This design comes from an exercise in tuning for small area, a short achievable clock period and few clock cycles per item on the open sky130 flow, not from production work.
RTL that was checked went through simulation tests only; none was proved equivalent to the original.
Function not checked in runs 4 to 7: the RTL went through the layout flow alone.
No activity file was given, so power comes from the tool's default toggle rates.

## flow/design.v

```verilog
module contone_block_dec (
    input  wire       clk,
    input  wire       rst,           
    input  wire       in_valid,      
    output reg        in_ready,
    input  wire [7:0] in_data,
    input  wire       n_valid,       
    output wire       n_ready,
    input  wire [7:0] n_data,
    input  wire       n_sol,         
    output reg        out_valid,     
    input  wire       out_ready,
    output reg  [7:0] out_data,
    output reg        out_last       
);
    reg  [23:0] bb;                  
    reg  [4:0]  bn;
    wire        in_fire = in_valid & in_ready;
    wire [1:0]  bm  = bn[4:3];
    wire [2:0]  pad = bn[2:0];
    reg  [21:0] bw;                      
    always @(*) begin
        case (bm)
            2'd0:    bw = {bb[6:0], 15'd0};
            2'd1:    bw = {bb[14:0], 7'd0};
            2'd2:    bw = bb[22:1];
            default: bw = {7'd0, bb[23:9]};
        endcase
    end
    wire [21:0] bws = bw >> pad;
    wire [14:0] win = bws[14:0];         
    wire [7:0]  hdr = (bm == 2'd3) ? bb[23:16] : (bm == 2'd2) ? bb[15:8] : bb[7:0];
    reg         active;              
    reg         kzero, kesc;         
    reg  [1:0]  sel_p;
    reg  [2:0]  sel_k;
    reg  [5:0]  cnt;                 
    reg  [1:0]  qa;                  
    reg         tv;
    reg  [7:0]  tz;
    reg  [1:0]  tp;
    reg         traw, tlast;
    reg         nv;
    reg  [7:0]  nr;
    reg         nsol;
    reg  [7:0]  nwp;                 
    wire        fire = tv & nv & (~out_valid | out_ready);
    assign      n_ready = ~nv | fire;
    wire        tadv = ~tv | fire;
    wire        n_fire = n_valid & n_ready;
    wire        ones8 = &win[14:7];
    reg  [7:0]  oh;                  
    reg  [2:0]  q;
    integer     qi;
    always @(*) begin
        oh = 8'd0;
        q  = 3'd0;
        for (qi = 7; qi >= 0; qi = qi - 1)
            if (!win[14-qi]) begin
                oh = 8'd1 << qi;
                q  = qi[2:0];
            end
    end
    reg  [6:0]  tail;                
    integer     ti;
    always @(*) begin
        tail = 7'd0;
        for (ti = 0; ti < 8; ti = ti + 1)
            if (oh[ti]) tail = tail | ((win << (ti + 1)) >> 8);
    end
    wire [11:0] zq     = {qa, q, tail} >> (3'd7 - sel_k);
    wire [5:0]  lim    = {1'b0, bn} - 6'd1 - {3'd0, sel_k};      
    reg  [7:0]  fq;                      
    integer     fi;
    always @(*)
        for (fi = 0; fi < 8; fi = fi + 1)
            fq[fi] = !lim[5] && (lim[4:0] >= fi);
    wire        fits   = |(oh & fq);
    wire        bn8    = (bn >= 5'd8);
    reg         emit, take_hdr, chunk;
    reg  [7:0]  z;
    reg         raw;
    reg  [4:0]  bna;                 
    always @(*) begin
        emit = 1'b0; take_hdr = 1'b0; chunk = 1'b0;
        z = zq[7:0]; raw = 1'b0; bna = bn;
        if (!active) begin
            if (bn8) begin
                take_hdr = 1'b1;
                bna = {bm - 2'd1, 3'd0};
            end
        end else if (kzero) begin
            z    = 8'd0;
            emit = tadv;
        end else if (kesc || qa == 2'd3) begin
            z   = win[14:7];
            raw = kesc;
            if (bn8 && tadv) begin
                emit = 1'b1;
                bna  = bn - 5'd8;
            end
        end else if (ones8) begin
            chunk = 1'b1;
            bna   = bn - 5'd8;
        end else if (fits && tadv) begin
            emit = 1'b1;
            bna  = lim[4:0] - {2'd0, q};
        end
    end
    wire [4:0]  bn_n = in_fire ? bna + 5'd8 : bna;
    wire [7:0]  w  = out_data;
    wire [7:0]  nn = nr;
    wire [7:0]  nw = nwp;
    wire        a   = w < nn;            
    wire        wlt = w < nw;            
    wire        wgt = w > nw;            
    wire        d   = nw >= nn;
    wire        f   = nw <= nn;
    wire        case1 = !wgt & d;        
    wire        case2 = !wlt & f & !case1;  
    wire        pz  = !traw & !nsol;
    wire        p0  = pz & (tp == 2'd0);
    wire        p1  = pz & (tp == 2'd1);
    wire        p2  = pz & (tp == 2'd2);
    wire        p3  = pz & (tp == 2'd3);
    wire        p3e = p3 & !case1 & !case2;
    wire        useW = p0 | p2 | (p3 & (!(case1 | case2) | (case1 & a) | (case2 & !a)));
    wire        useN = (!traw & nsol) | p1 | p2 | (p3 & (!(case1 | case2) | (case1 & !a) | (case2 & a)));
    wire [7:0]  e   = tz[0] ? ~{1'b0, tz[7:1]} : {1'b0, tz[7:1]};
    wire [8:0]  ev  = traw ? {1'b0, tz} : p2 ? {e, 1'b0} : {e[7], e};
    wire [8:0]  opw = useW ? {1'b0, w} : 9'd0;
    wire [8:0]  opn = useN ? {1'b0, nn} : 9'd0;
    wire [8:0]  opm = p3e ? {1'b1, ~nw} : 9'd0;
    wire [8:0]  sum = opw + opn + opm + ev + {8'd0, p3e};
    wire [7:0]  cur = p2 ? sum[8:1] : sum[7:0];
    wire        tv_n = emit | (tv & ~fire);
    wire        nv_n = n_fire | (nv & ~fire);
    always @(posedge clk) begin
        if (in_fire)
            bb <= {bb[15:0], in_data};
        if (take_hdr) begin
            kzero <= hdr[6] & ~hdr[7];
            kesc  <= hdr[7];
            sel_p <= hdr[5:4];
            sel_k <= hdr[2:0];
        end
        if (take_hdr || emit)
            qa <= 2'd0;
        else if (chunk)
            qa <= qa + 2'd1;
        if (take_hdr)
            cnt <= 6'd0;
        else if (emit)
            cnt <= cnt + 6'd1;
        if (emit) begin
            tz    <= z;
            tp    <= sel_p;
            traw  <= raw;
            tlast <= (cnt == 6'd63);
        end
        if (n_fire) begin
            nr   <= n_data;
            nsol <= n_sol;
        end
        if (fire)
            nwp <= nr;
        if (fire) begin
            out_data <= cur;
            out_last <= tlast;
        end
        if (rst) begin
            bn        <= 5'd0;
            in_ready  <= 1'b1;
            active    <= 1'b0;
            tv        <= 1'b0;
            nv        <= 1'b0;
            out_valid <= 1'b0;
        end else begin
            bn       <= bn_n;
            in_ready <= (bn_n <= 5'd16);
            if (take_hdr)
                active <= 1'b1;
            else if (emit && cnt == 6'd63)
                active <= 1'b0;
            tv      <= tv_n;
            nv      <= nv_n;
            if (fire)
                out_valid <= 1'b1;
            else if (out_ready)
                out_valid <= 1'b0;
        end
    end
endmodule
```

## flow/flow/run.sh

```bash
#!/bin/bash
# Standard layout with two changes after the standard synthesis: the
# slow delay buffers are not used for repair and port buffers, and every
# port gets a plain buffer.
set -euo pipefail
bash standard.sh synth > synth.log 2>&1
export DONT_USE_CELLS="sky130_fd_sc_hd__clkdlybuf4s15_1 sky130_fd_sc_hd__clkdlybuf4s15_2 sky130_fd_sc_hd__clkdlybuf4s18_1 sky130_fd_sc_hd__clkdlybuf4s18_2 sky130_fd_sc_hd__clkdlybuf4s25_1 sky130_fd_sc_hd__clkdlybuf4s25_2 sky130_fd_sc_hd__clkdlybuf4s50_1 sky130_fd_sc_hd__clkdlybuf4s50_2"
export BUFFER_PORTS_ARGS="-buffer_cell sky130_fd_sc_hd__buf_4"
bash standard.sh > layout.log 2>&1
```

## flow/standard.sh

```bash
#!/bin/bash
# synth_recipe.tcl (not shown) runs the flow's synth.tcl, then flattens the netlist and writes it again
# the make line also repeats each setting of config.mk as NAME=value (left out here)
make -C /OpenROAD-flow-scripts/flow DESIGN_CONFIG=/design/flow/config.mk WORK_HOME=/design/flow/orfs CLKGATE_MAP_FILE= SYNTH_SCRIPT=/design/flow/synth_recipe.tcl "${@:-finish}"
```

## flow/config.mk

```make
export PLATFORM = sky130hd
export DESIGN_NAME = contone_block_dec
export DESIGN_NICKNAME = contone_block_dec
export VERILOG_FILES = /design/flow/design.v
export SDC_FILE = /design/flow/constraint.sdc
export NUM_CORES = 4
export LEC_CHECK = 0
export CAP_MARGIN = 20
export CORE_MARGIN = 2
export CORE_UTILIZATION = 65
export SLEW_MARGIN = 20
```

## flow/constraint.sdc

```tcl
create_clock -name core_clock -period 12.0 [get_ports {clk}]
set_input_delay 2.4000 -clock core_clock [delete_from_list [all_inputs] [get_ports {clk}]]
set_output_delay 2.4000 -clock core_clock [all_outputs]
set_load 0.01 [all_outputs]
```

==> run notes, run 1 <==
status=complete, no violations; Slowest cell on crit path=ha_1; Ys Warns=1; RSZ-0062 raised after global routing=no; Placeable Area=0.0119 sq mm; DRT Pass-1 Iters=7; Yosys reg bits=87; final setup fails=0; number of port buffers=33; ANT cells=0; Post-synth ARST share=0%; Worst Slack Setup Final=6060 ps; EDFF count, synth=69; Req. time, crit path=12,220 ps; Residual DRC=0; Max clock buf depth=2; start point of the critical path=bn[3]; First DRT Iteration DRCs=536; Cells after Synth=840; CP bufs+invs=1; Hold Fails Final Rpt=0; Worst-path clk slew=70 ps; Peak supply drop=0.137 mV; top_reg_cell synth=edfxtp_1; DRT Wirelength=20.8 mm; number of nets in the layout=931; Vias=6,862; DR vias/cell=6.88; Setup CP Type=register to register; initial core utilization=65.8%; Post-Route Setup TNS=0 ps; sink of the worst hold path=tp[1]; wire per inst=20.8 microns; hold_ws=425 ps; vias in the first global route=6,559; routability cong.=0.993; die height=114 microns; IO Pins=34; Post-CTS Resized=0; Power Dens Cells=140 mW/mm^2; critical path cell sequence=ha_1 > a222oi_1 > a221oi_1 > mux2i_1 > a221o_1 > nor4_4 > a21boi_0 > inv_1 > ha_1 > a21oi_1 > nand2_1 > xnor2_1 > nor2_1 > a22oi_1 > mux2i_1 > or3_1 > o21ai_0 > a22oi_1; Leakage Power=3.47 nW; Min-Delay Path Class=register to register; FMAX=168 MHz; first-pass GRT wire length=33.7 mm; CTS root buf=clkbuf_16; total track usage=33.3%; die width=114 microns; Slew @ Worst Pin=1130 ps; hold path startpoint=sel_p[1]; r2r setup slk=6060 ps; sequential area share after synthesis=31.2%; share of the synthesized area in the top cell type=26.6%; Layout Skew=10.3 ps; CTS H-tree lvls=3; CP Capture Type=register; path depth of the worst reg2reg path=18; largest net degree at the start of global routing=41; crit-path max cell delay=670 ps; Post-Route Utilization=70.9%; Worst R2R Start=bn[3]; post-route ant nets=0; area leader, netlist=edfxtp_1; area grow syn2layout=7.74%; # hold bufs at CTS=0; FP Rows=40; post-route minimum period=5940 ps; clock sink total=87; CP delay by family, top=compound AO/OA/AOI/OAI gates; grt ovf=0; Tot Pwr=1.18 mW; full die area=0.0129 sq mm; CTS Buf Count=9; Avg Inst Size Synth=9.29 sq um; Clock Latency Late Sink=340 ps; Mapped Nets=925; startpoint types=register; dpl hpwl=15.9 mm; leading post-synthesis cells by cell area=edfxtp_1, ha_1, mux4_2; CTS tree=done; post-CTS setup buffers=0; pre-CTS worst setup slack=6200 ps; share of layout cells above drive strength 1=12.0%; Slew Viols, Final=0; crit path max fanout=16; Tcrit/Tclk final=49.5%; initial antenna violation count=0; Yosys cell types=79; RR Endpoint=in_ready; Cell Area, Synth=0.00780 sq mm; WHS Path Cells=0; max cap viols=0; Slew headroom=24.8%; Crit path arrival time=6160 ps
-- state kept, by name, summed over array words and instances (netlist names), 3 cells and up --
name,cells
bn,5
nwp,8
out_data,8
nr,8
bb,24
tz,8
sel_k,3
cnt,6
-- worst register-to-register path, cell delays in order (launching register included) --
cell	delay, ps
dfxtp_1	560
ha_1	670
a222oi_1	330
a221oi_1	520
mux2i_1	210
a221o_1	460
nor4_4	670
a21boi_0	490
inv_1	90
ha_1	330
a21oi_1	170
nand2_1	80
xnor2_1	210
nor2_1	60
a22oi_1	240
mux2i_1	160
or3_1	350
o21ai_0	140
a22oi_1	80
-- logic make-up after synthesis --
family | Yosys count | synth area share [%]
AOI/OAI and AO/OA | 254 | 23.7
and+or+nand+nor | 249 | 15.5
xor gates and xnor gates | 20 | 2.24
buffers and inverters | 120 | 6.33
muxes | 47 | 9.20
DFF | 87 | 31.2
adders and majority gates | 63 | 11.9
-- cell usage in the layout, fill, tap and decap left out, types with 13 or more instances in the layout --
master,count
mux2i_1,20
nand2_1,75
ha_1,44
edfxtp_1,69
a221oi_1,17
dfxtp_1,18
nand3_1,17
o21ai_0,32
a21o_1,20
a21oi_1,62
a211oi_1,14
buf_4,38
fa_1,19
mux4_2,19
nor2_1,59
xnor2_1,13
inv_1,71
nor3_1,25
-- power by group --
part / internal (mW) / total, mW / switching [mW]
clock network: 0.169 / 0.290 / 0.121
registers: 0.367 / 0.407 / 0.0403
logic: 0.190 / 0.479 / 0.289
-- metal layers --
metal | vias to the layer above | wire [microns] | track usage (%)
met5 | - | 0 | 0
met3 | 72 | 948 | 4.20
li1 | 3164 | - | -
met2 | 285 | 10700 | 59.4
met1 | 3341 | 8060 | 39.4
met4 | 0 | 1090 | 17.1
-- metrics by stage --
stage,cell area [sq um],instances
after global routing,8410,998
after CTS,8380,997
after global placement,8060,981
after detailed placement,8060,981
final,8410,998
after floorplan,7800,840
-- worst max-delay path by stage --
stage,endpoint,slack [ps],depth (start not counted)
floorplan,n_ready,6800,3
global placement,in_ready,6350,18
detailed placement,in_ready,6200,18
CTS,in_ready,6190,18
global route,in_ready,5490,18
finish,in_ready,6060,18
-- Yosys cell counts (9+ instances only) --
master,instances
a211oi_1,14
a21o_1,20
a21oi_1,62
a221oi_1,17
and2_1,9
buf_2,11
clkbuf_1,23
dfxtp_1,18
edfxtp_1,69
fa_1,19
ha_1,44
inv_1,72
mux2i_1,20
mux4_2,19
nand2_1,75
nand2b_1,11
nand3_1,17
nor2_1,59
nor2b_1,11
nor3_1,25
nor4_1,9
o211ai_1,10
o21ai_0,32
o21ai_1,9
xnor2_1,13
-- area by class of cell --
type | count | area, sq um
clock inverters | 4 | 37.5
fillers | 920 | 3450
well taps | 147 | 184
clock buffers | 12 | 279
multi-input cells | 633 | 4880
repair buffers | 39 | 313
flip-flops and latches | 87 | 2430
inverters | 76 | 285
Testbench counts, summed over its fixed seeds: cycles 169,781, blocks 2,560.
==> run 2: changes to the inputs <==
--- a/flow/config.mk
+++ b/flow/config.mk
@@ -8,4 +8,4 @@
 export CAP_MARGIN = 20
 export CORE_MARGIN = 2
-export CORE_UTILIZATION = 65
+export CORE_UTILIZATION = 40
 export SLEW_MARGIN = 20
==> run 2 against run 1 <==
Against the previous run: sequential share of layout area fell by 0.45 points; hold slack got worse by 3.5 ps; setup slack improved by 38 ps; register-to-register slack improved by 40 ps; die area rose by 60%; core utilization fell by 27 points; count of clock-buffer cells in the layout fell by 3; flip-flop and latch count did not move; final area rose by 1.6%; clock skew rose by 2.1 ps; still clean on timing, DRC and antenna.
==> run notes, run 2 <==
Crit path arrival time=6140 ps; Yosys reg bits=87; Worst Slack Setup Final=6100 ps; hold path startpoint=tlast; area grow syn2layout=9.44%; Clock Latency Late Sink=360 ps; post-route minimum period=5900 ps; Post-synth top cells=nand2_1, inv_1, edfxtp_1; number of nets in the layout=933; number of port buffers=33; status=complete, no violations; commonest non-fill, non-tap cells in the layout=nand2_1, inv_1, edfxtp_1, a21oi_1, nor2_1; path depth of the worst reg2reg path=20; Multi-input gate area=0.00488 sq mm; routability cong.=0.956; RSZ-0062 raised after global routing=no; sink of the worst hold path=out_last; Mapped Nets=925; Setup CP Type=register to register; Worst R2R Start=bn[3]; largest net degree at the start of global routing=41; Placeable Area=0.0193 sq mm; grt ovf=0; RR Endpoint=in_ready; Slew Viols, Final=0; IO Pins=34; storage element area=0.00243 sq mm; initial antenna violation count=0; most instantiated library cell after synthesis=nand2_1; commonest non-fill, non-tap cell in the layout=nand2_1; CTS tree=done; total track usage=19.7%; dpl hpwl=15.1 mm; CTS root buf=clkbuf_16; largest reg by FF count=bb; final setup fails=0; Ys Warns=1; Vias=6,619; die height=144 microns; first-pass GRT wire length=32.0 mm; Post-Route Setup TNS=0 ps; fill cell count=1,881; CTS Buf Count=9; vias in the first global route=5,985; Avg Inst Size Synth=9.29 sq um; top_reg_cell synth=edfxtp_1; EDFF count, synth=69; CP Capture Type=register; die width=144 microns; Min-Delay Path Class=register to register; Leakage Power=3.45 nW; max cap viols=0; Residual DRC=0; DRT Wirelength=19.9 mm; clock sink total=87; Yosys cell types=79; Slew headroom=35.8%; Post-synth ARST share=0%; Slew @ Worst Pin=960 ps; ANT cells=0; Post-CTS Resized=0; DR vias/cell=5.92; FP Rows=51; Peak supply drop=0.0924 mV; Hold Fails Final Rpt=0; max reg flops=24; Layout Skew=12.4 ps; Req. time, crit path=12,240 ps; DRT Pass-1 Iters=6; # hold bufs at CTS=0; Worst-path clk slew=80 ps; leading post-synthesis cells by cell area=edfxtp_1, ha_1, mux4_2; FMAX=170 MHz; WHS Path Cells=0; share of layout cells above drive strength 1=12.4%; Max clock buf depth=2; pre-CTS worst setup slack=6190 ps; CTS H-tree lvls=3; Tcrit/Tclk final=49.2%; Power Dens Cells=136 mW/mm^2; startpoint types=register; First DRT Iteration DRCs=595; r2r setup slk=6100 ps; full die area=0.0206 sq mm; start point of the critical path=bn[3]; sequential area share after synthesis=31.2%; post-CTS setup buffers=0; share of the synthesized area in the top cell type=26.6%; post-route ant nets=0; wire per inst=17.8 microns; area leader, netlist=edfxtp_1; Cell Area, Synth=0.00780 sq mm; initial core utilization=40.5%; crit path max fanout=27; Cells after Synth=840
run 2: metal layers:
layer | share of wire (%) | GRT usage (%)
met5 | 0 | 0
met4 | 1.6 | 5.06
met3 | 5.8 | 2.87
met2 | 46 | 30.3
met1 | 47 | 28.9
run 2: where the power goes:
| group | switching (mW) | leakage (nW) | internal, mW |
|---|---|---|---|
| Sequential | 0.0372 | 0.797 | 0.367 |
| Combinational | 0.281 | 2.52 | 0.190 |
| Clock | 0.140 | 0.140 | 0.147 |
| Total | 0.458 | 3.45 | 0.704 |
run 2: per-stage QoR:
stage | hold slack [ps] | utilization (%) | area (sq um) | power, mW | cells
floorplan | 400 | - | 7800 | 0.764 | 840
global placement | 405 | 42.8 | 8240 | 0.870 | 1102
detailed placement | 405 | 42.8 | 8240 | 0.874 | 1102
CTS | 423 | 44.3 | 8540 | 1.16 | 1118
global route | 437 | 44.3 | 8540 | 1.23 | 1118
finish | 422 | 44.3 | 8540 | 1.16 | 1118
run 2: logic make-up after synthesis:
logic type                 count (synthesis)  synth area share, %
muxes                                     47                 9.20
DFF                                       87                 31.2
and+or+nand+nor                          249                 15.5
AOI/OAI and AO/OA                        254                 23.7
xor gates and xnor gates                  20                 2.24
adders and majority gates                 63                 11.9
buffers and inverters                    120                 6.33
run 2: how the worst max path moves through the flow:
stage                              to  slack [ps]  depth (start not counted)
after floorplan               n_ready        6800                          3
after global placement    out_data[7]        6360                         24
after detailed placement     in_ready        6190                         20
after CTS                    in_ready        6230                         20
after global routing         in_ready        5630                         20
final                        in_ready        6100                         20
run 2: area by class of cell:
cell class	count	area share [%]
flip-flops and latches	87	28.5
clock buffers	9	2.64
inverters	76	3.34
clock inverters	7	0.894
well taps	265	3.88
repair buffers	41	3.60
multi-input cells	633	57.2
run 2: critical path, cell delays in order (launching register included):
cell,delay (ps)
dfxtp_1,410
inv_1,180
ha_1,450
buf_4,360
a221oi_1,180
nor3_1,560
nor4_1,150
a221o_1,410
nor4_4,690
a21boi_0,460
inv_1,90
ha_1,330
a21oi_1,150
nand2_1,80
xnor2_1,210
nor2_1,60
a22oi_1,260
mux2i_1,160
or3_1,350
o21ai_0,160
a22oi_1,80
==> run 3: changes to the inputs <==
==> flow/flow/run.sh (replaced) <==
#!/bin/bash
# Standard layout with three changes after the standard synthesis: the
# slow delay buffers are not used for repair and port buffers, every port
# gets a plain buffer, and timing repair aims for 6.8 ns of setup slack.
set -euo pipefail
bash standard.sh synth > synth.log 2>&1
export DONT_USE_CELLS="sky130_fd_sc_hd__clkdlybuf4s15_1 sky130_fd_sc_hd__clkdlybuf4s15_2 sky130_fd_sc_hd__clkdlybuf4s18_1 sky130_fd_sc_hd__clkdlybuf4s18_2 sky130_fd_sc_hd__clkdlybuf4s25_1 sky130_fd_sc_hd__clkdlybuf4s25_2 sky130_fd_sc_hd__clkdlybuf4s50_1 sky130_fd_sc_hd__clkdlybuf4s50_2"
export BUFFER_PORTS_ARGS="-buffer_cell sky130_fd_sc_hd__buf_4"
export SETUP_SLACK_MARGIN=6.8
bash standard.sh > layout.log 2>&1
==> run 3 against run 2 <==
Against the previous run: routed wire length up 5.2%; global-route usage up 0.44 points; synthesized cell count stayed put; critical path type is now input pin to output pin; total power is 6.5% higher.
==> run notes, run 3 <==
FMAX=189 MHz; CTS Buf Count=9; Cells after Synth=840; die width=144 microns; Req. time, crit path=9600 ps; startpoint types=input pin; Mapped Nets=925; ANT cells=0; Post-synth top cells=nand2_1, inv_1, edfxtp_1; hold_ws=422 ps; max cap viols=0; status=complete, no violations; Power Dens Cells=136 mW/mm^2; area grow syn2layout=17.0%; Tot Pwr=1.24 mW; total track usage=20.1%; Min-Delay Path Class=register to register; number of nets in the layout=970; # hold bufs at CTS=0; leading post-synthesis cells by cell area=edfxtp_1, ha_1, mux4_2; commonest non-fill, non-tap cell in the layout=nand2_1; DRT Pass-1 Iters=7; post-route minimum period=5300 ps; most instantiated library cell after synthesis=nand2_1; post-route ant nets=0; Clock Latency Late Sink=360 ps; FP Rows=51; clock sink total=87; Crit path arrival time=2900 ps; CTS tree=done; commonest non-fill, non-tap cells in the layout=nand2_1, buf_4, inv_1, edfxtp_1, nor2_1; CTS root buf=clkbuf_16; Yosys cell types=79; fill cell count=1,834; Ys Warns=1; Avg Inst Size Synth=9.29 sq um; CTS H-tree lvls=3; Worst Slack Setup Final=6700 ps; Multi-input gate area=0.00517 sq mm; initial core utilization=40.5%; Hold Fails Final Rpt=0; Cell Area, Synth=0.00780 sq mm; EDFF count, synth=69; dpl hpwl=15.1 mm; Slew Viols, Final=0; critical path cell sequence=buf_6 > nand2b_4 > nand3_4 > nand2_4 > buf_6; Residual DRC=0; top_reg_cell synth=edfxtp_1; Post-synth ARST share=0%; final setup fails=0; routability cong.=0.956; CP Capture Type=output pin; crit-path max cell delay=140 ps; pre-CTS worst setup slack=6190 ps; grt ovf=0; Tcrit/Tclk final=44.1%; share of layout cells above drive strength 1=21.3%; Placeable Area=0.0193 sq mm; Yosys reg bits=87; Layout Skew=11.5 ps; Leakage Power=3.67 nW; number of port buffers=33; post-route insts no fill=1,155; Slew @ Worst Pin=963 ps; largest net degree at the start of global routing=41; DR vias/cell=5.91; Peak supply drop=0.0915 mV; max reg flops=24; Slowest cell on crit path=nand2b_4; Placed Cells=1,102; sequential area share after synthesis=31.2%; full die area=0.0206 sq mm; share of the synthesized area in the top cell type=26.6%; storage element area=0.00244 sq mm; initial antenna violation count=0; area leader, netlist=edfxtp_1; Slew headroom=35.6%; Vias=6,824; Max clock buf depth=2; CP dominant cell by count=buf_6; largest reg by FF count=bb; DRT Wirelength=20.9 mm; die height=144 microns; Post-Route Setup TNS=0 ps; First DRT Iteration DRCs=551; CP delay by family, top=simple AND/OR/NAND/NOR gates; vias in the first global route=6,132; RSZ-0062 raised after global routing=yes; IO Pins=34; Setup CP Type=input pin to output pin; first-pass GRT wire length=32.8 mm; wire per inst=18.1 microns; Worst-path clk slew=70 ps; crit path max fanout=2; CP bufs+invs=2
## run 3: what timing repair did
item / 4_1_cts / 5_1_grt
endpoints found under the setup margin: 9 / 8
buffers inserted: 12 / 25
pin swaps: 15 / 32
gates resized for setup: 26 / 41
## run 3: cells by family after synthesis
| logic type | count (synthesis) | share of synthesized area (%) |
|---|---|---|
| simple gates | 249 | 15.5 |
| flops | 87 | 31.2 |
| mux | 47 | 9.20 |
| xor+xnor | 20 | 2.24 |
| fa+ha+maj | 63 | 11.9 |
| compound gates | 254 | 23.7 |
| buf+inv | 120 | 6.33 |
## run 3: worst register-to-register path, cell delays in order, from the launching register on
cell      delay, ps
edfxtp_1        440
ha_1            310
a21o_1          170
a21o_1          150
a21o_1          160
a21o_1          150
a21o_1          170
a21oi_2         150
o21a_1          170
mux2i_2         280
o21ai_2         130
a211oi_2        310
fa_1            470
inv_2            70
fa_1            430
inv_2           110
ha_4            200
a21o_1          160
a21oi_2         160
o21bai_1        110
a21oi_2         170
o21bai_1         90
a21oi_1         170
xnor2_1         140
o21ai_1          70
## run 3: metrics by stage
step / utilization [%] / area (sq um)
finish: 47.4 / 9130
global route: 47.4 / 9130
CTS: 45.3 / 8730
detailed placement: 42.8 / 8240
global placement: 42.8 / 8240
floorplan: - / 7800
## run 3: final cells by class
type                            instances  share of cell area, %
Tap cell                              265                   3.63
Multi-Input combinational cell        633                   56.6
Clock inverter                          7                  0.836
Sequential cell                        87                   26.7
Inverter                               76                   3.12
Clock buffer                            9                   2.47
Timing Repair Buffer                   78                   6.62
## run 3: layer usage
| metal | routed length [microns] | vias to the layer above | part of all wire (%) | track usage, % |
|---|---|---|---|---|
| li1 | - | 3242 | - | - |
| met1 | 9810 | 3304 | 47 | 29.3 |
| met2 | 9700 | 251 | 46 | 31.4 |
| met3 | 1140 | 27 | 5.5 | 2.93 |
| met4 | 262 | 0 | 1.3 | 5.06 |
| met5 | 0 | - | 0 | 0 |
## run 3: where the power goes
part,internal [mW],switching (mW),total [mW]
Sequential,0.367,0.0399,0.407
Clock,0.147,0.140,0.287
Combinational,0.236,0.307,0.543
## run 3: worst paths after layout
path | startpoint | end | slack (ps) | depth (start not counted)
max | out_ready | n_ready | 6700 | 5
min | tlast | out_last | 420 | 0
max reg2reg | out_data[1] | out_data[7] | 6820 | 24
min reg2reg | tlast | out_last | 420 | 0
==> run 4: changes to the inputs <==
--- a/flow/design.v
+++ b/flow/design.v
@@ -39,5 +39,5 @@
     reg         tv;
     reg  [7:0]  tz;
-    reg  [1:0]  tp;
+    reg  [3:0]  tp;                  
     reg         traw, tlast;
     reg         nv;
@@ -78,15 +78,89 @@
     wire        fits   = |(oh & fq);
     wire        bn8    = (bn >= 5'd8);
+    reg  [3:0]  lq;                  
+    always @(*) begin
+        case ({lim[2:0], q})
+            6'd0: lq = 4'd0;
+            6'd1: lq = 4'd15;
+            6'd2: lq = 4'd14;
+            6'd3: lq = 4'd13;
+            6'd4: lq = 4'd12;
+            6'd5: lq = 4'd11;
+            6'd6: lq = 4'd10;
+            6'd7: lq = 4'd9;
+            6'd8: lq = 4'd1;
+            6'd9: lq = 4'd0;
+            6'd10: lq = 4'd15;
+            6'd11: lq = 4'd14;
+            6'd12: lq = 4'd13;
+            6'd13: lq = 4'd12;
+            6'd14: lq = 4'd11;
+            6'd15: lq = 4'd10;
+            6'd16: lq = 4'd2;
+            6'd17: lq = 4'd1;
+            6'd18: lq = 4'd0;
+            6'd19: lq = 4'd15;
+            6'd20: lq = 4'd14;
+            6'd21: lq = 4'd13;
+            6'd22: lq = 4'd12;
+            6'd23: lq = 4'd11;
+            6'd24: lq = 4'd3;
+            6'd25: lq = 4'd2;
+            6'd26: lq = 4'd1;
+            6'd27: lq = 4'd0;
+            6'd28: lq = 4'd15;
+            6'd29: lq = 4'd14;
+            6'd30: lq = 4'd13;
+            6'd31: lq = 4'd12;
+            6'd32: lq = 4'd4;
+            6'd33: lq = 4'd3;
+            6'd34: lq = 4'd2;
+            6'd35: lq = 4'd1;
+            6'd36: lq = 4'd0;
+            6'd37: lq = 4'd15;
+            6'd38: lq = 4'd14;
+            6'd39: lq = 4'd13;
+            6'd40: lq = 4'd5;
+            6'd41: lq = 4'd4;
+            6'd42: lq = 4'd3;
+            6'd43: lq = 4'd2;
+            6'd44: lq = 4'd1;
+            6'd45: lq = 4'd0;
+            6'd46: lq = 4'd15;
+            6'd47: lq = 4'd14;
+            6'd48: lq = 4'd6;
+            6'd49: lq = 4'd5;
+            6'd50: lq = 4'd4;
+            6'd51: lq = 4'd3;
+            6'd52: lq = 4'd2;
+            6'd53: lq = 4'd1;
+            6'd54: lq = 4'd0;
+            6'd55: lq = 4'd15;
+            6'd56: lq = 4'd7;
+            6'd57: lq = 4'd6;
+            6'd58: lq = 4'd5;
+            6'd59: lq = 4'd4;
+            6'd60: lq = 4'd3;
+            6'd61: lq = 4'd2;
+            6'd62: lq = 4'd1;
+            6'd63: lq = 4'd0;
+            default: lq = 4'd0;
+        endcase
+    end
+    wire [4:0]  bn_code = {lim[4:3] - {1'b0, lq[3]}, lq[2:0]};
     reg         emit, take_hdr, chunk;
     reg  [7:0]  z;
     reg         raw;
     reg  [4:0]  bna;                 
+    reg         code_go;             
+    reg  [4:0]  bnx;                 
     always @(*) begin
         emit = 1'b0; take_hdr = 1'b0; chunk = 1'b0;
-        z = zq[7:0]; raw = 1'b0; bna = bn;
+        z = zq[7:0]; raw = 1'b0; bna = bn; code_go = 1'b0; bnx = bn;
         if (!active) begin
             if (bn8) begin
                 take_hdr = 1'b1;
                 bna = {bm - 2'd1, 3'd0};
+                bnx = {bm - 2'd1, 3'd0};
             end
         end else if (kzero) begin
@@ -99,14 +173,34 @@
                 emit = 1'b1;
                 bna  = bn - 5'd8;
+                bnx  = bn - 5'd8;
             end
         end else if (ones8) begin
             chunk = 1'b1;
             bna   = bn - 5'd8;
+            bnx   = bn - 5'd8;
         end else if (fits && tadv) begin
             emit = 1'b1;
-            bna  = lim[4:0] - {2'd0, q};
-        end
-    end
-    wire [4:0]  bn_n = in_fire ? bna + 5'd8 : bna;
+            code_go = 1'b1;
+            bna  = bn_code;
+        end
+    end
+    wire [1:0]  hif  = lim[4:3] + {1'b0, in_fire};
+    wire [1:0]  hif1 = hif - 2'd1;
+    wire [4:0]  bnx8 = in_fire ? bnx + 5'd8 : bnx;
+    wire [4:0]  bn_n = code_go ? {lq[3] ? hif1 : hif, lq[2:0]} : bnx8;
+    reg  [7:0]  rq0, rq1;                
+    integer     ri;
+    always @(*)
+        for (ri = 0; ri < 8; ri = ri + 1) begin
+            rq0[ri] = ({1'b0, lim[4:0]} <= 6'd16 + ri);
+            rq1[ri] = ({1'b0, lim[4:0]} <= 6'd8 + ri);
+        end
+    reg         room;
+    always @(*) begin
+        if (code_go)
+            room = |(oh & (in_fire ? rq1 : rq0));
+        else
+            room = in_fire ? (bnx <= 5'd8) : (bnx <= 5'd16);
+    end
     wire [7:0]  w  = out_data;
     wire [7:0]  nn = nr;
@@ -120,8 +214,8 @@
     wire        case2 = !wlt & f & !case1;  
     wire        pz  = !traw & !nsol;
-    wire        p0  = pz & (tp == 2'd0);
-    wire        p1  = pz & (tp == 2'd1);
-    wire        p2  = pz & (tp == 2'd2);
-    wire        p3  = pz & (tp == 2'd3);
+    wire        p0  = pz & tp[0];
+    wire        p1  = pz & tp[1];
+    wire        p2  = pz & tp[2];
+    wire        p3  = pz & tp[3];
     wire        p3e = p3 & !case1 & !case2;
     wire        useW = p0 | p2 | (p3 & (!(case1 | case2) | (case1 & a) | (case2 & !a)));
@@ -155,5 +249,5 @@
         if (emit) begin
             tz    <= z;
-            tp    <= sel_p;
+            tp    <= 4'd1 << sel_p;
             traw  <= raw;
             tlast <= (cnt == 6'd63);
@@ -178,5 +272,5 @@
         end else begin
             bn       <= bn_n;
-            in_ready <= (bn_n <= 5'd16);
+            in_ready <= room;
             if (take_hdr)
                 active <= 1'b1;
==> flow/flow/run.sh (replaced) <==
#!/bin/bash
# Standard layout with two changes after the standard synthesis: the
# slow delay buffers are not used for repair and port buffers, and every
# port gets a plain buffer.
set -euo pipefail
bash standard.sh synth > synth.log 2>&1
export DONT_USE_CELLS="sky130_fd_sc_hd__clkdlybuf4s15_1 sky130_fd_sc_hd__clkdlybuf4s15_2 sky130_fd_sc_hd__clkdlybuf4s18_1 sky130_fd_sc_hd__clkdlybuf4s18_2 sky130_fd_sc_hd__clkdlybuf4s25_1 sky130_fd_sc_hd__clkdlybuf4s25_2 sky130_fd_sc_hd__clkdlybuf4s50_1 sky130_fd_sc_hd__clkdlybuf4s50_2"
export BUFFER_PORTS_ARGS="-buffer_cell sky130_fd_sc_hd__buf_4"
bash standard.sh > layout.log 2>&1
==> run 4 against run 3 <==
Against the previous run: highest routed layer unchanged; critical path type is now register to register; first-iteration DRC count is 12% higher; non-clock buffer count fell by 33; area after synthesis up 4.8%; flip-flop and latch count up 2; hold slack gained 13 ps; sequential share of layout area grew 1.2 points; via count is 7.6% higher; setup slack worse by 700 ps.
==> run notes, run 4 <==
status=complete, no violations; startpoint types=register; die width=147 microns; ANT cells=0; Slowest cell on crit path=o21ai_0; commonest non-fill, non-tap cells in the layout=nand2_1, a21oi_1, edfxtp_1, inv_1, nor2_1; DRT Pass-1 Iters=6; Avg Inst Size Synth=8.66 sq um; final setup fails=0; Peak supply drop=0.163 mV; Worst Slack Setup Final=6000 ps; crit path max fanout=8; leading post-synthesis cells by cell area=edfxtp_1, ha_1, a21oi_1; Ys Warns=1; Vias=7,340; sequential area share after synthesis=30.5%; Mapped Nets=1,034; wire per inst=18.8 microns; total track usage=21.4%; initial core utilization=40.5%; share of layout cells above drive strength 1=10.3%; Leakage Power=3.44 nW; Crit path arrival time=6080 ps; number of nets in the layout=1,036; max cap viols=0; largest net degree at the start of global routing=54; post-route insts no fill=1,221; Hold Fails Final Rpt=0; Placed Cells=1,205; Slew Viols, Final=0; top_reg_cell synth=edfxtp_1; area leader, netlist=edfxtp_1; CP Capture Type=register; Slew @ Worst Pin=1060 ps; max reg flops=24; Post-Route Setup TNS=0 ps; grt ovf=0; Post-synth ARST share=0%; share of the synthesized area in the top cell type=26.1%; Setup CP Type=register to register; initial antenna violation count=0; dpl hpwl=17.2 mm; CTS root buf=clkbuf_16; EDFF count, synth=71; Layout Skew=9.48 ps; IO Pins=34; first-pass GRT wire length=37.0 mm; vias in the first global route=6,933; DRT Wirelength=23.0 mm; Tot Pwr=2.51 mW; Power Dens Cells=281 mW/mm^2; CTS Buf Count=9; Slew headroom=29.1%; largest reg by FF count=bb; Yosys reg bits=89; Max clock buf depth=2; First DRT Iteration DRCs=617; Req. time, crit path=12,080 ps; Tcrit/Tclk final=50.0%; # hold bufs at CTS=0; clock sink total=89; die height=147 microns; Placeable Area=0.0202 sq mm; Cell Area, Synth=0.00818 sq mm; post-CTS setup buffers=0; FMAX=167 MHz; post-route minimum period=6000 ps; post-route ant nets=0; CTS tree=done; Min-Delay Path Class=register to register; most instantiated library cell after synthesis=nand2_1; area grow syn2layout=9.33%; commonest non-fill, non-tap cell in the layout=nand2_1; full die area=0.0216 sq mm; Post-CTS Resized=0; number of port buffers=33; CTS H-tree lvls=3; crit-path max cell delay=640 ps; Cells after Synth=944; RSZ-0062 raised after global routing=no; FP Rows=52; Post-synth top cells=nand2_1, a21oi_1, edfxtp_1; routability cong.=0.939; Residual DRC=0; pre-CTS worst setup slack=6040 ps; Yosys cell types=78; Worst-path clk slew=70 ps; Clock Latency Late Sink=350 ps; DR vias/cell=6.01; hold_ws=435 ps; CP dominant cell by count=o21a_1
==> run 4: cell count changes in the layout (fill, tap and decap cells not counted), moves of 8 or more <==
cell | before | now
buf_4 | 73 | 45
nand2_1 | 74 | 101
a21oi_1 | 55 | 79
o21ai_0 | 29 | 50
mux4_2 | 19 | 5
and2_1 | 9 | 21
nand3_1 | 16 | 28
ha_1 | 39 | 50
a31oi_1 | 3 | 13
o21ai_1 | 11 | 2
o221a_2 | 0 | 9
o221ai_1 | 1 | 9
==> run 4: final cells by class <==
class                      count  area [sq um]
clock buffer                  10           229
clock inverter                 6          91.3
fill                        1988         11200
inverter                      69           259
multi-input combinational    732          5190
sequential                    89          2490
tap                          270           338
timing repair buffer          45           338
==> run 4: routing by layer <==
metal | GRT usage (%) | vias to the layer above | share of wire [%]
met1 | 28.2 | 3520 | 45
met2 | 35.9 | 248 | 48
met5 | 0 | - | 0
met3 | 3.70 | 38 | 5.3
li1 | - | 3534 | -
met4 | 7.36 | 0 | 2.4
==> run 4: worst paths after layout <==
kind / from / to / slack (ps) / cells after the start
worst max-delay path: out_data[1] / out_data[7] / 6000 / 26
worst min-delay path: tlast / out_last / 440 / 0
worst max register to register: out_data[1] / out_data[7] / 6000 / 26
worst min register to register: tlast / out_last / 440 / 0
==> run 4: kinds of logic after synthesis <==
| family | count (synthesis) | share of synthesized area (%) |
|---|---|---|
| compound gates | 309 | 26.6 |
| simple gates | 303 | 18.0 |
| buf+inv | 123 | 6.01 |
| flops | 89 | 30.5 |
| fa+ha+maj | 68 | 12.1 |
| xor+xnor | 26 | 2.79 |
| mux | 26 | 4.04 |
==> run 4: critical path: cells and delay by family (launching register included) <==
| kind | cells | cell delay (ps) |
|---|---|---|
| flops | 1 | 440 |
| buf+inv | 2 | 200 |
| simple gates | 2 | 380 |
| xor+xnor | 2 | 280 |
| fa+ha+maj | 4 | 1400 |
| compound gates | 16 | 3010 |
==> run 4: where the power goes <==
group,switching [mW],total [mW],internal (mW)
registers,0.104,0.561,0.457
logic,1.02,1.64,0.624
clock network,0.124,0.308,0.184
==> run 4: through the flow <==
| stage | utilization [%] | cell area (sq um) |
|---|---|---|
| global placement | 42.7 | 8620 |
| global route | 44.3 | 8940 |
| detailed placement | 42.7 | 8620 |
| floorplan | - | 8180 |
| finish | 44.3 | 8940 |
| CTS | 44.3 | 8940 |
==> run 5: changes to the inputs <==
--- a/flow/design.v
+++ b/flow/design.v
@@ -45,4 +45,6 @@
     reg         nsol;
     reg  [7:0]  nwp;                 
+    reg  [8:0]  nd;                  
+    reg         ndz;                 
     wire        fire = tv & nv & (~out_valid | out_ready);
     assign      n_ready = ~nv | fire;
@@ -209,23 +211,33 @@
     wire        wlt = w < nw;            
     wire        wgt = w > nw;            
-    wire        d   = nw >= nn;
-    wire        f   = nw <= nn;
+    wire        d   = nd[8] | ndz;       
+    wire        f   = !nd[8];            
     wire        case1 = !wgt & d;        
     wire        case2 = !wlt & f & !case1;  
-    wire        pz  = !traw & !nsol;
-    wire        p0  = pz & tp[0];
-    wire        p1  = pz & tp[1];
-    wire        p2  = pz & tp[2];
-    wire        p3  = pz & tp[3];
-    wire        p3e = p3 & !case1 & !case2;
-    wire        useW = p0 | p2 | (p3 & (!(case1 | case2) | (case1 & a) | (case2 & !a)));
-    wire        useN = (!traw & nsol) | p1 | p2 | (p3 & (!(case1 | case2) | (case1 & !a) | (case2 & a)));
     wire [7:0]  e   = tz[0] ? ~{1'b0, tz[7:1]} : {1'b0, tz[7:1]};
-    wire [8:0]  ev  = traw ? {1'b0, tz} : p2 ? {e, 1'b0} : {e[7], e};
-    wire [8:0]  opw = useW ? {1'b0, w} : 9'd0;
-    wire [8:0]  opn = useN ? {1'b0, nn} : 9'd0;
-    wire [8:0]  opm = p3e ? {1'b1, ~nw} : 9'd0;
-    wire [8:0]  sum = opw + opn + opm + ev + {8'd0, p3e};
-    wire [7:0]  cur = p2 ? sum[8:1] : sum[7:0];
+    wire [7:0]  ra  = w + e;             
+    wire [7:0]  rk  = nn + e;            
+    wire        p2  = tp[2];
+    wire [8:0]  x1 = p2 ? {1'b0, nn} : nd;
+    wire [8:0]  x3 = p2 ? {e, 1'b0} : {e[7], e};
+    wire [8:0]  x4 = {1'b0, w};
+    wire [8:0]  s2 = x1 ^ x3 ^ x4;
+    wire [8:0]  c2 = {(x1[7:0] & x3[7:0]) | (x1[7:0] & x4[7:0]) | (x3[7:0] & x4[7:0]), 1'b0};
+    wire [8:0]  rc = s2 + c2;
+    reg  [7:0]  cur;
+    always @(*) begin
+        if (traw)
+            cur = tz;
+        else if (nsol)
+            cur = rk;
+        else if (tp[0])
+            cur = ra;
+        else if (tp[1])
+            cur = rk;
+        else if (tp[2])
+            cur = rc[8:1];
+        else
+            cur = case1 ? (a ? ra : rk) : case2 ? (a ? rk : ra) : rc[7:0];
+    end
     wire        tv_n = emit | (tv & ~fire);
     wire        nv_n = n_fire | (nv & ~fire);
@@ -256,4 +268,6 @@
             nr   <= n_data;
             nsol <= n_sol;
+            nd   <= {1'b0, n_data} - {1'b0, nr};
+            ndz  <= (n_data == nr);
         end
         if (fire)
==> run 5 against run 4 <==
Against the previous run: core utilization grew 0.23 points; still clean; hold slack better by 20 ps; flip-flop and latch count up 9; total power grew 18%; via count is 4.7% higher; non-clock buffer count shrank 2; die area increased by 10%; register-to-register slack better by 380 ps; synthesized cell count rose by 4.3%; global-route usage fell by 1.2 points.
==> run notes, run 5 <==
crit path max fanout=20; RSZ-0062 raised after global routing=no; CP Capture Type=register; full die area=0.0238 sq mm; Slew headroom=25.4%; area grow syn2layout=8.39%; Residual DRC=0; Req. time, crit path=12,300 ps; Multi-input gate area=0.00573 sq mm; post-route ant nets=0; CP bufs+invs=3; final setup fails=0; Clock Latency Late Sink=370 ps; Setup CP Type=register to register; hold path startpoint=tlast; Crit path arrival time=5920 ps; most instantiated library cell after synthesis=a21oi_1; CTS H-tree lvls=3; max reg flops=24; max cap viols=0; ANT cells=0; initial antenna violation count=0; FMAX=178 MHz; top_reg_cell synth=edfxtp_1; CTS Buf Count=9; Slowest cell on crit path=mux2i_1; largest reg by FF count=bb; die width=154 microns; die height=154 microns; Peak supply drop=0.195 mV; top flop regs=bb (24), nd (9); Slew @ Worst Pin=1110 ps; startpoint types=register; post-route cell area=0.00978 sq mm; IO Pins=34; Tot Pwr=2.96 mW; grt ovf=0; DRT Pass-1 Iters=6; DR vias/cell=6.03; Vias=7,685; Cells after Synth=985; wire per inst=18.9 microns; Cell Area, Synth=0.00903 sq mm; critical path cell sequence=inv_1 > ha_1 > a221oi_1 > o32ai_1 > a22oi_2 > mux2i_1 > nand4_2 > nor3_1 > a211oi_1 > buf_4 > nor2_1 > clkinv_1 > nand4_1 > mux2i_1; routability cong.=0.930; start point of the critical path=bn[4]; Placeable Area=0.0220 sq mm; CTS tree=done; Post-synth top cells=a21oi_1, edfxtp_1, inv_1; EDFF count, synth=80; # hold bufs at CTS=0; Min-Delay Path Class=register to register; DRT Wirelength=24.0 mm; Leakage Power=3.99 nW; area leader, netlist=edfxtp_1; FP Rows=54; number of port buffers=33; hold_ws=455 ps; Mapped Nets=1,083; fill cell count=2,132; Worst R2R Start=bn[4]; first-pass GRT wire length=38.7 mm; Slew Viols, Final=0; dpl hpwl=17.7 mm; initial core utilization=41.1%; CP delay by family, top=simple AND/OR/NAND/NOR gates; Post-synth ARST share=0%; Hold Fails Final Rpt=0; post-route minimum period=5620 ps; pre-CTS worst setup slack=6490 ps; CP dominant cell by count=mux2i_1; leading post-synthesis cells by cell area=edfxtp_1, ha_1, mux2i_1; Post-Route Setup TNS=0 ps; Worst-path clk slew=80 ps; Yosys cell types=75; commonest non-fill, non-tap cell in the layout=a21oi_1; storage element area=0.00276 sq mm; post-CTS setup buffers=0; crit-path max cell delay=820 ps; CTS root buf=clkbuf_16; clock sink total=98; share of layout cells above drive strength 1=10.5%; Max clock buf depth=2; commonest non-fill, non-tap cells in the layout=a21oi_1, edfxtp_1, inv_1, nor2_1, nand2_1; Post-CTS Resized=0; First DRT Iteration DRCs=683; number of nets in the layout=1,087; Layout Skew=11.4 ps; largest net degree at the start of global routing=43; placed cell area=0.00948 sq mm; status=complete, no violations; vias in the first global route=7,306; total track usage=20.3%; Yosys reg bits=98; Avg Inst Size Synth=9.16 sq um; share of the synthesized area in the top cell type=26.6%; Tcrit/Tclk final=46.9%; sequential area share after synthesis=30.6%; Ys Warns=1; Worst Slack Setup Final=6380 ps; Power Dens Cells=303 mW/mm^2
==> run 5: cell count changes after synthesis, sizes merged, moves of 13 or more <==
cell   previous run  this run
and2             21         7
ha               50        63
inv              67        81
mux2i            15        57
nand2           101        70
nand3            28        10
nor2             61        78
xnor2            17        33
==> run 5: through the flow <==
stage          std cells  util, %
2_1_floorplan        985        -
3_3_place_gp        1258     43.1
3_5_place_dp        1258     43.2
4_1_cts             1274     44.5
5_1_grt             1274     44.6
6_report            1274     44.6
==> run 5: path summary, 6_finish.rpt <==
| kind | slack (ps) | cells past startpoint | to |
|---|---|---|---|
| worst min register to register | 460 | 0 | out_last |
| worst max register to register | 6380 | 14 | cnt[5] |
| worst max-delay path | 6380 | 14 | cnt[5] |
| worst min-delay path | 460 | 0 | out_last |
==> run 5: logic make-up (layout without fill, tap and decap cells) <==
kind of cell	Yosys count	after routing	synth area share, %
buffers and inverters	135	144	6.07
adders and majority gates	77	77	11.7
and+or+nand+nor	252	252	13.2
AOI/OAI and AO/OA	290	290	22.0
xor gates and xnor gates	49	49	4.75
muxes	84	84	11.6
DFF	98	98	30.6
==> run 5: per-layer routing <==
metal  track usage, %  wire [microns]
met5                0               0
met4             6.81             560
met3             2.91            1430
met2             32.7           10900
met1             28.0           11100
==> run 5: report_power, final <==
part | leakage, nW | internal, mW | total (mW) | switching (mW)
Clock | 0.149 | 0.149 | 0.308 | 0.159
Sequential | 0.905 | 0.480 | 0.599 | 0.119
Combinational | 2.94 | 0.832 | 2.05 | 1.22
Total | 3.99 | 1.46 | 2.96 | 1.50
==> run 5: cell type report <==
type                    instances  share of cell area (%)
clock inverters                 7                   0.780
inverters                      85                    3.26
well taps                     280                    3.58
flip-flops and latches         98                    28.2
multi-input cells             752                    58.5
repair buffers                 43                    3.30
clock buffers                   9                    2.30
==> run 5: worst register-to-register path, cell delays in order, from the launching register on <==
cell and delay [ps]:
dfxtp_1 390, inv_1 200, ha_1 580, a221oi_1 240
o32ai_1 350, a22oi_2 170, mux2i_1 820, nand4_2 560
nor3_1 660, a211oi_1 100, buf_4 210, nor2_1 190
clkinv_1 550, nand4_1 340, mux2i_1 200
==> run 6: changes to the inputs <==
--- a/flow/config.mk
+++ b/flow/config.mk
@@ -6,6 +6,6 @@
 export NUM_CORES = 4
 export LEC_CHECK = 0
-export CAP_MARGIN = 20
+export CAP_MARGIN = 50
 export CORE_MARGIN = 2
 export CORE_UTILIZATION = 40
-export SLEW_MARGIN = 20
+export SLEW_MARGIN = 70
==> run 6 against run 5 <==
Against the previous run: synthesized cell count stayed put; still clean on timing, DRC and antenna; clock power decreased by 3%; setup slack got worse by 15 ps; register-to-register slack got worse by 20 ps; maximum frequency down 0.27%; area after synthesis unchanged; core utilization increased by 1.7 points; final area grew 3.9%; combinational power grew 6%; hold slack lost 2.4 ps; flip-flop and latch count unchanged.
==> run notes, run 6 <==
status=complete, no violations; DR vias/cell=5.95; sink of the worst hold path=out_last; top flop regs=bb (24), nd (9); dpl hpwl=18.1 mm; sequential area share after synthesis=30.6%; routability cong.=0.930; startpoint types=register; Residual DRC=0; Slew headroom=70.0%; CP delay by family, top=buffers and inverters; Flop pwr share=18.8%; wire per inst=18.4 microns; Layout Skew=10.9 ps; CTS Buf Count=9; Post-CTS Resized=0; crit-path max cell delay=510 ps; initial core utilization=41.1%; Req. time, crit path=12,100 ps; Placeable Area=0.0220 sq mm; total track usage=20.3%; Post-Route Setup TNS=0 ps; critical path cell sequence=inv_1 > ha_1 > buf_4 > a222oi_1 > clkdlybuf4s25_1 > clkdlybuf4s50_1 > nor2_1 > mux4_2 > mux2i_4 > nor4_2 > buf_1 > buf_1 > o211ai_1 > or4b_4 > o22a_1 > mux2_4 > a32o_1 > a311o_1; Max clock buf depth=2; EDFF count, synth=80; Clock Latency Late Sink=360 ps; Min-Delay Path Class=register to register; Multi-input gate area=0.00595 sq mm; crit path max fanout=35; WHS Path Cells=0; Crit path arrival time=5740 ps; grt ovf=0; max cap viols=0; Setup CP Type=register to register; number of nets in the layout=1,109; commonest non-fill, non-tap cell in the layout=a21oi_1; clock sink total=98; Peak supply drop=0.140 mV; Cells after Synth=985; FMAX=177 MHz; largest reg by FF count=bb; First DRT Iteration DRCs=602; Post-synth ARST share=0%; Post-synth top cells=a21oi_1, edfxtp_1, inv_1; post-route insts no fill=1,296; NetSw=1.51 mW; number of port buffers=33; full die area=0.0238 sq mm; post-CTS setup buffers=0; FP Rows=54; fill cell count=2,109; post-route minimum period=5640 ps; path depth of the worst reg2reg path=18; hold path startpoint=tlast; Yosys reg bits=98; RR Endpoint=tz[1]; final setup fails=0; Comb power frac=71.3%; most instantiated library cell after synthesis=a21oi_1; CP bufs+invs=6; share of the synthesized area in the top cell type=26.6%; first-pass GRT wire length=38.9 mm; CP Capture Type=register; Hold Fails Final Rpt=0; Post-Route Utilization=46.3%; hold_ws=453 ps; area grow syn2layout=12.6%; CP dominant cell by count=buf_1; initial antenna violation count=0; Vias=7,709; Slew @ Worst Pin=438 ps; Leakage Power=4.10 nW; largest net degree at the start of global routing=43; Int Pwr=1.53 mW; die height=154 microns; Slowest cell on crit path=clkdlybuf4s50_1; die width=154 microns; CTS H-tree lvls=3; Avg Inst Size Synth=9.16 sq um; commonest non-fill, non-tap cells in the layout=a21oi_1, edfxtp_1, inv_1, nor2_1, nand2_1; max reg flops=24; Worst R2R Start=bn[3]; Tcrit/Tclk final=47.0%; area leader, netlist=edfxtp_1; r2r setup slk=6360 ps; Yosys cell types=75; Worst-path clk slew=80 ps; CTS tree=done; clock share of power=9.8%; # hold bufs at CTS=0; Cell Area, Synth=0.00903 sq mm; top_reg_cell synth=edfxtp_1; vias in the first global route=7,311; DRT Wirelength=23.9 mm; IO Pins=34; ANT cells=0; Mapped Nets=1,083; Power Dens Cells=299 mW/mm^2; DRT Pass-1 Iters=8; Slew Viols, Final=0; leading post-synthesis cells by cell area=edfxtp_1, ha_1, mux2i_1; post-route ant nets=0; Ys Warns=1; storage element area=0.00277 sq mm; Placed Cells=1,275; share of layout cells above drive strength 1=14.2%; sw frac=49.6%; RSZ-0062 raised after global routing=no; CTS root buf=clkbuf_16
[run 6: final cells by class]
type | count | share of cell area [%]
flip-flops and latches | 98 | 27.2
multi-input cells | 752 | 58.5
inverters | 85 | 3.22
well taps | 280 | 3.45
clock inverters | 6 | 0.628
repair buffers | 65 | 4.71
clock buffers | 10 | 2.25
[run 6: cells by family after synthesis]
kind of cell,Yosys count,synth area share (%)
compound gates,290,22.0
xor+xnor,49,4.75
fa+ha+maj,77,11.7
buf+inv,135,6.07
flops,98,30.6
mux,84,11.6
simple gates,252,13.2
[run 6: layer usage]
layer  wire length (microns)  track usage [%]  vias to the layer above
met4                     499             6.59                        0
met1                   10900             27.5                     3670
met5                       0                0                        -
li1                        -                -                     3736
met3                    1330             2.75                       37
met2                   11100             33.5                      266
[run 6: worst max-delay path by stage]
stage / slack (ps) / start / end / depth (start not counted)
after floorplan: 6770 / out_ready / n_ready / 2
after global placement: 6520 / out_ready / n_ready / 4
after detailed placement: 6420 / bn[3] / tz[1] / 18
after CTS: 6400 / bn[3] / tz[1] / 18
after global routing: 6040 / bn[3] / tz[1] / 18
final: 6360 / bn[3] / tz[1] / 18
[run 6: power by group through the flow]
stage	Combinational, mW	Sequential, mW	Clock (mW)
after floorplan	1.62	0.527	0
after global placement	1.99	0.605	0
after detailed placement	2.11	0.578	0
after CTS	2.12	0.570	0.306
after global routing	2.40	0.584	0.322
final	2.17	0.573	0.299
[run 6: stage by stage]
stage	power (mW)	worst slack (ps)	area, sq um
global placement	2.59	6520	9470
floorplan	2.15	6770	9030
detailed placement	2.69	6420	9780
CTS	3.00	6400	10100
global route	3.31	6040	10200
finish	3.04	6360	10200
==> run 7: changes to the inputs <==
--- a/flow/config.mk
+++ b/flow/config.mk
@@ -9,3 +9,3 @@
 export CORE_MARGIN = 2
 export CORE_UTILIZATION = 40
-export SLEW_MARGIN = 70
+export SLEW_MARGIN = 85
==> run 7 against run 6 <==
Against the previous run: combinational power rose by 52%; via count rose by 16%; sequential share of layout area fell by 6.4 points; setup slack got worse by 5500 ps; global-route usage rose by 3.0 points; routed wire length rose by 26%; critical path depth rose by 22; largest power group unchanged.
==> run notes, run 7 <==
path depth of the worst reg2reg path=40; Placeable Area=0.0220 sq mm; die width=154 microns; Tcrit/Tclk final=93.0%; routability cong.=0.930; wire per inst=20.0 microns; commonest non-fill, non-tap cell in the layout=edfxtp_1; Clock Latency Late Sink=370 ps; Yosys reg bits=98; EDFF count, synth=80; initial core utilization=41.1%; WHS Path Cells=0; storage element area=0.00278 sq mm; Worst-path clk slew=80 ps; Mapped Nets=1,083; FMAX=89.6 MHz; max cap viols=0; Ys Warns=1; hold_ws=453 ps; largest family of logic cells by synthesized area=compound AO/OA/AOI/OAI gates; area leader, netlist=edfxtp_1; status=complete, no violations; Avg Inst Size Synth=9.16 sq um; CTS H-tree lvls=3; Req. time, crit path=12,250 ps; top flop regs=bb (24), nd (9); Peak supply drop=0.182 mV; Cells after Synth=985; post-route minimum period=11,160 ps; clock sink total=98; crit-path max cell delay=540 ps; Leakage Power=5.22 nW; RSZ-0062 raised after global routing=no; CP dominant cell by count=clkdlybuf4s50_1; CP Capture Type=register; placed cell area=0.0122 sq mm; CTS tree=done; CTS root buf=clkbuf_16; grt ovf=0; share of the synthesized area in the top cell type=26.6%; Hold Fails Final Rpt=0; mux contribution to synthesized area=11.6%; post-route ant nets=0; First DRT Iteration DRCs=857; Post-Route Setup TNS=0 ps; number of nets in the layout=1,317; Power Dens Cells=312 mW/mm^2; number of port buffers=33; DRT Wirelength=30.1 mm; CP delay by family, top=buffers and inverters; dpl hpwl=21.6 mm; crit path max fanout=24; FP Rows=54; Yosys cell types=75; compound-gate portion of the synthesized area=22.0%; Max clock buf depth=2; post-route cell area=0.0133 sq mm; Post-synth ARST share=0%; CP bufs+invs=26; vias in the first global route=8,569; Min-Delay Path Class=register to register; Slew @ Worst Pin=361 ps; IO Pins=34; CTS Buf Count=9; max reg flops=24; Layout Skew=14.0 ps; die height=154 microns; Setup CP Type=register to register; Vias=8,930; Slew headroom=75.9%; total track usage=23.3%; share of layout cells above drive strength 1=35.2%; Cell Area, Synth=0.00903 sq mm; first-pass GRT wire length=44.5 mm; Residual DRC=0; DRT Pass-1 Iters=7; Tot Pwr=4.16 mW; Synth Area in Simple Gates=13.2%; ANT cells=0; full die area=0.0238 sq mm; Post-Route Utilization=60.7%; initial antenna violation count=0; top_reg_cell synth=edfxtp_1; # hold bufs at CTS=0; Slowest cell on crit path=clkdlybuf4s50_1; sequential area share after synthesis=30.6%; Crit path arrival time=11,420 ps; commonest non-fill, non-tap cells in the layout=edfxtp_1, inv_1, clkdlybuf4s50_1, buf_1, nand2_1; largest net degree at the start of global routing=25; final setup fails=0; critical path depth in cells=40; fill cell count=1,684; leading post-synthesis cells by cell area=edfxtp_1, ha_1, mux2i_1; startpoint types=register; largest reg by FF count=bb; Slew Viols, Final=0; DR vias/cell=5.94; area grow syn2layout=47.6%; most instantiated library cell after synthesis=a21oi_1; Adder-Cell Fraction of Synth Area=11.7%; Post-synth top cells=a21oi_1, edfxtp_1, inv_1; Multi-input gate area=0.00753 sq mm; post-synthesis xor/xnor area fraction=4.75%
run 7: final cells by class:
class                           instances  area share (%)
Multi-Input combinational cell        752            56.5
Sequential cell                        98            20.9
Timing Repair Buffer                  273            15.0
Inverter                               85            2.71
Clock inverter                          7           0.610
Clock buffer                            9            1.69
Tap cell                              280            2.63
run 7: power by group:
part           switching (mW)  internal [mW]  total (mW)
clock network           0.161          0.149       0.310
logic                    1.81           1.49        3.30
registers              0.0696          0.481       0.550
total                    2.04           2.12        4.16
run 7: metal layers:
metal  vias up  wire, microns  global-route usage (%)
met5         -              0                       0
met4         0           1320                    9.43
met3       110           1810                    3.19
met2       411          14700                    39.8
met1      4240          12200                    29.8
li1       4169              -                       -
run 7: metrics by stage:
step / cells / worst slack (ps)
after global placement: 1258 / 6520
after global routing: 1504 / 349
after floorplan: 985 / 6770
after CTS: 1472 / 1890
after detailed placement: 1456 / 1940
final: 1504 / 835
run 7: cells by family (layout without fill, tap and decap cells):
family          after synthesis  after routing
compound gates              290            290
xor+xnor                     49             49
fa+ha+maj                    77             77
buf+inv                     135            374
flops                        98             98
mux                          84             84
simple gates                252            252
run 7: repair_timing:
action / 4_1_cts / 5_1_grt
resized for setup: 0 / 3
endpoints found under the setup margin: 0 / 37
setup buffers: 0 / 0
run 7: worst paths after layout:
kind	slack, ps	from	end
max reg2reg	840	bn[3]	in_ready
max	840	bn[3]	in_ready
min	450	tlast	out_last
min reg2reg	450	tlast	out_last
==> run 8: changes to the inputs <==
--- a/flow/design.v
+++ b/flow/design.v
@@ -6,5 +6,5 @@
     input  wire [7:0] in_data,
     input  wire       n_valid,       
-    output wire       n_ready,
+    output reg        n_ready,
     input  wire [7:0] n_data,
     input  wire       n_sol,         
@@ -47,6 +47,8 @@
     reg  [8:0]  nd;                  
     reg         ndz;                 
-    wire        fire = tv & nv & (~out_valid | out_ready);
-    assign      n_ready = ~nv | fire;
+    reg         sv;                  
+    reg  [7:0]  sd;
+    reg         sl;
+    wire        fire = tv & nv & ~sv;
     wire        tadv = ~tv | fire;
     wire        n_fire = n_valid & n_ready;
@@ -242,4 +244,12 @@
     wire        tv_n = emit | (tv & ~fire);
     wire        nv_n = n_fire | (nv & ~fire);
+    reg         sv_n;
+    always @(*) begin
+        sv_n = sv;
+        if (sv) begin
+            if (!out_valid || out_ready) sv_n = 1'b0;
+        end else if (fire && out_valid && !out_ready)
+            sv_n = 1'b1;
+    end
     always @(posedge clk) begin
         if (in_fire)
@@ -273,7 +283,17 @@
         if (fire)
             nwp <= nr;
-        if (fire) begin
-            out_data <= cur;
-            out_last <= tlast;
+        if (sv) begin
+            if (!out_valid || out_ready) begin
+                out_data <= sd;
+                out_last <= sl;
+            end
+        end else if (fire) begin
+            if (!out_valid || out_ready) begin
+                out_data <= cur;
+                out_last <= tlast;
+            end else begin
+                sd <= cur;
+                sl <= tlast;
+            end
         end
         if (rst) begin
@@ -283,4 +303,6 @@
             tv        <= 1'b0;
             nv        <= 1'b0;
+            n_ready   <= 1'b1;
+            sv        <= 1'b0;
             out_valid <= 1'b0;
         end else begin
@@ -293,5 +315,7 @@
             tv      <= tv_n;
             nv      <= nv_n;
-            if (fire)
+            n_ready <= ~nv_n | (tv_n & ~sv_n);
+            sv      <= sv_n;
+            if (sv || fire)
                 out_valid <= 1'b1;
             else if (out_ready)
==> flow/run.sh (new file) <==
#!/bin/bash
# synth_recipe.tcl (not shown) runs the flow's synth.tcl, then flattens the netlist and writes it again
# the make line also repeats each setting of config.mk as NAME=value (left out here)
make -C /OpenROAD-flow-scripts/flow DESIGN_CONFIG=/design/flow/config.mk WORK_HOME=/design/flow/orfs CLKGATE_MAP_FILE= SYNTH_SCRIPT=/design/flow/synth_recipe.tcl finish
--- a/flow/config.mk
+++ b/flow/config.mk
@@ -6,6 +6,6 @@
 export NUM_CORES = 4
 export LEC_CHECK = 0
-export CAP_MARGIN = 50
+export CAP_MARGIN = 20
 export CORE_MARGIN = 2
 export CORE_UTILIZATION = 40
-export SLEW_MARGIN = 85
+export SLEW_MARGIN = 20
removed: flow/flow/run.sh
removed: flow/standard.sh
==> run 8 against run 7 <==
Against the previous run: largest cell class unchanged; critical path depth shrank 26; sequential share of layout area grew 8.5 points; first-iteration DRC count shrank 17%; combinational power shrank 32%.
==> run notes, run 8 <==
status=complete, no violations; IO Pins=34; Adder-Cell Fraction of Synth Area=11.0%; CP Capture Type=register; share of layout cells above drive strength 1=7.89%; CTS Buf Count=9; Post-Route Setup TNS=0 ps; max cap viols=0; Clock Latency Late Sink=370 ps; Placed Cells=1,329; share of the synthesized area in the top cell type=27.8%; Layout Skew=14.2 ps; sw frac=49.7%; Hold Fails Final Rpt=0; Yosys reg bits=109; most instantiated library cell after synthesis=edfxtp_1; vias in the first global route=7,758; post-synthesis xor/xnor area fraction=4.83%; CTS root buf=clkbuf_16; Min-Delay Path Class=register to register; DR vias/cell=5.93; Slew Viols, Final=0; CTS tree=done; Tot Pwr=3.23 mW; Post-Route Utilization=44.4%; met3 Use GR=3.23%; path depth of the worst reg2reg path=14; final setup fails=0; routability cong.=0.958; Vias=7,975; CTS H-tree lvls=3; Tcrit/Tclk final=46.2%; startpoint types=register; total track usage=20.8%; Ys Warns=1; start point of the critical path=bn[3]; die width=159 microns; met2 usage=35.3%; M1 GR Usage=27.3%; post-route insts no fill=1,345; Peak supply drop=0.179 mV; clock share of power=9.6%; Placeable Area=0.0235 sq mm; Worst R2R Start=bn[3]; Comb power frac=69.4%; leading post-synthesis cells by cell area=edfxtp_1, ha_1, a21oi_1; first-pass GRT wire length=42.2 mm; Synth Area in Simple Gates=13.7%; commonest non-fill, non-tap cells in the layout=edfxtp_1, a21oi_1, inv_1, nor2_1, ha_1; DRT Wirelength=26.2 mm; NetSw=1.60 mW; Req. time, crit path=12,270 ps; # hold bufs at CTS=0; fill cell count=2,346; RR Endpoint=in_ready; largest family of logic cells by synthesized area=compound AO/OA/AOI/OAI gates; Leakage Power=3.99 nW; largest reg by FF count=bb; full die area=0.0253 sq mm; Worst-path clk slew=90 ps; Post-synth top cells=edfxtp_1, a21oi_1, inv_1; crit path max fanout=29; initial antenna violation count=0; wire per inst=19.5 microns; die height=159 microns; Mapped Nets=1,120; FP Rows=56; RSZ-0062 raised after global routing=no; number of nets in the layout=1,119; grt ovf=0; Power Dens Cells=309 mW/mm^2
run 8: cell types whose count changed after synthesis, moves of 8 or more:
cell / previous run / this run
nand2_1: 70 / 48
mux2i_1: 56 / 28
and2_1: 7 / 15
edfxtp_1: 80 / 89
nand2b_1: 16 / 26
nor2_1: 78 / 68
nand3_1: 9 / 22
run 8: cells by family (layout without fill, tap and decap cells):
| kind of cell | after synthesis | count (layout) |
|---|---|---|
| muxes | 67 | 67 |
| buffers and inverters | 136 | 140 |
| DFF | 109 | 109 |
| and+or+nand+nor | 261 | 261 |
| adders and majority gates | 77 | 77 |
| xor gates and xnor gates | 53 | 53 |
| AOI/OAI and AO/OA | 319 | 319 |
run 8: layout make-up:
class                           count  area [sq um]  area share, %
Inverter                           83           312           2.98
Tap cell                          319           399           3.82
Timing Repair Buffer               41           390           3.73
Sequential cell                   109          3070           29.4
Clock inverter                      7          78.8          0.754
Clock buffer                        9           225           2.15
Multi-Input combinational cell    777          5980           57.2
run 8: critical path, cell delays in order (launching register included):
cell	delay, ps
dfxtp_1	490
ha_1	850
a221oi_1	180
or2_0	310
mux4_2	490
o22ai_1	820
or3b_1	570
nor3_2	350
a31oi_1	240
xnor2_1	340
inv_1	110
ha_1	210
a21oi_1	140
o211ai_1	130
o22a_1	210
run 8: worst min path at each step:
| stage | endpoint | from | slack, ps | cells past startpoint |
|---|---|---|---|---|
| after detailed placement | sl | tlast | 470 | 0 |
| after floorplan | sl | tlast | 420 | 0 |
| after CTS | sl | tlast | 490 | 0 |
| after global placement | sl | tlast | 460 | 0 |
| final | sl | tlast | 480 | 0 |
| after global routing | sl | tlast | 510 | 0 |
run 8: power by group through the flow:
stage               Sequential, mW  Clock, mW  Combinational [mW]
detailed placement           0.686          0                2.21
finish                       0.679      0.309                2.24
global placement             0.687          0                2.19
floorplan                    0.610          0                1.76
CTS                          0.679      0.318                2.22
global route                 0.692      0.331                2.49
run 8: through the flow:
stage	hold WS, ps	area, sq um	setup WS [ps]
after floorplan	422	9600	7750
after global placement	460	10100	6890
after detailed placement	474	10100	6680
after CTS	495	10500	6610
after global routing	510	10500	6160
final	484	10500	6450
run 8: routing by layer:
metal,vias to the layer above,part of all wire (%)
met5,-,0
met2,264,48
met4,0,2.1
met1,3821,44
met3,42,5.7
li1,3848,-
Testbench counts of run 8, summed over its fixed seeds: cycles 169,781, blocks 2,560.

Re-timed with assumed drivers on the ports (clkbuf_16 on the clock, buf_2 on other inputs), run 8 has 6.452 ns of setup slack against 6.452 ns with ideal ports, and 6.452 ns once port delays also move by the mid clock arrival of 0.412 ns.
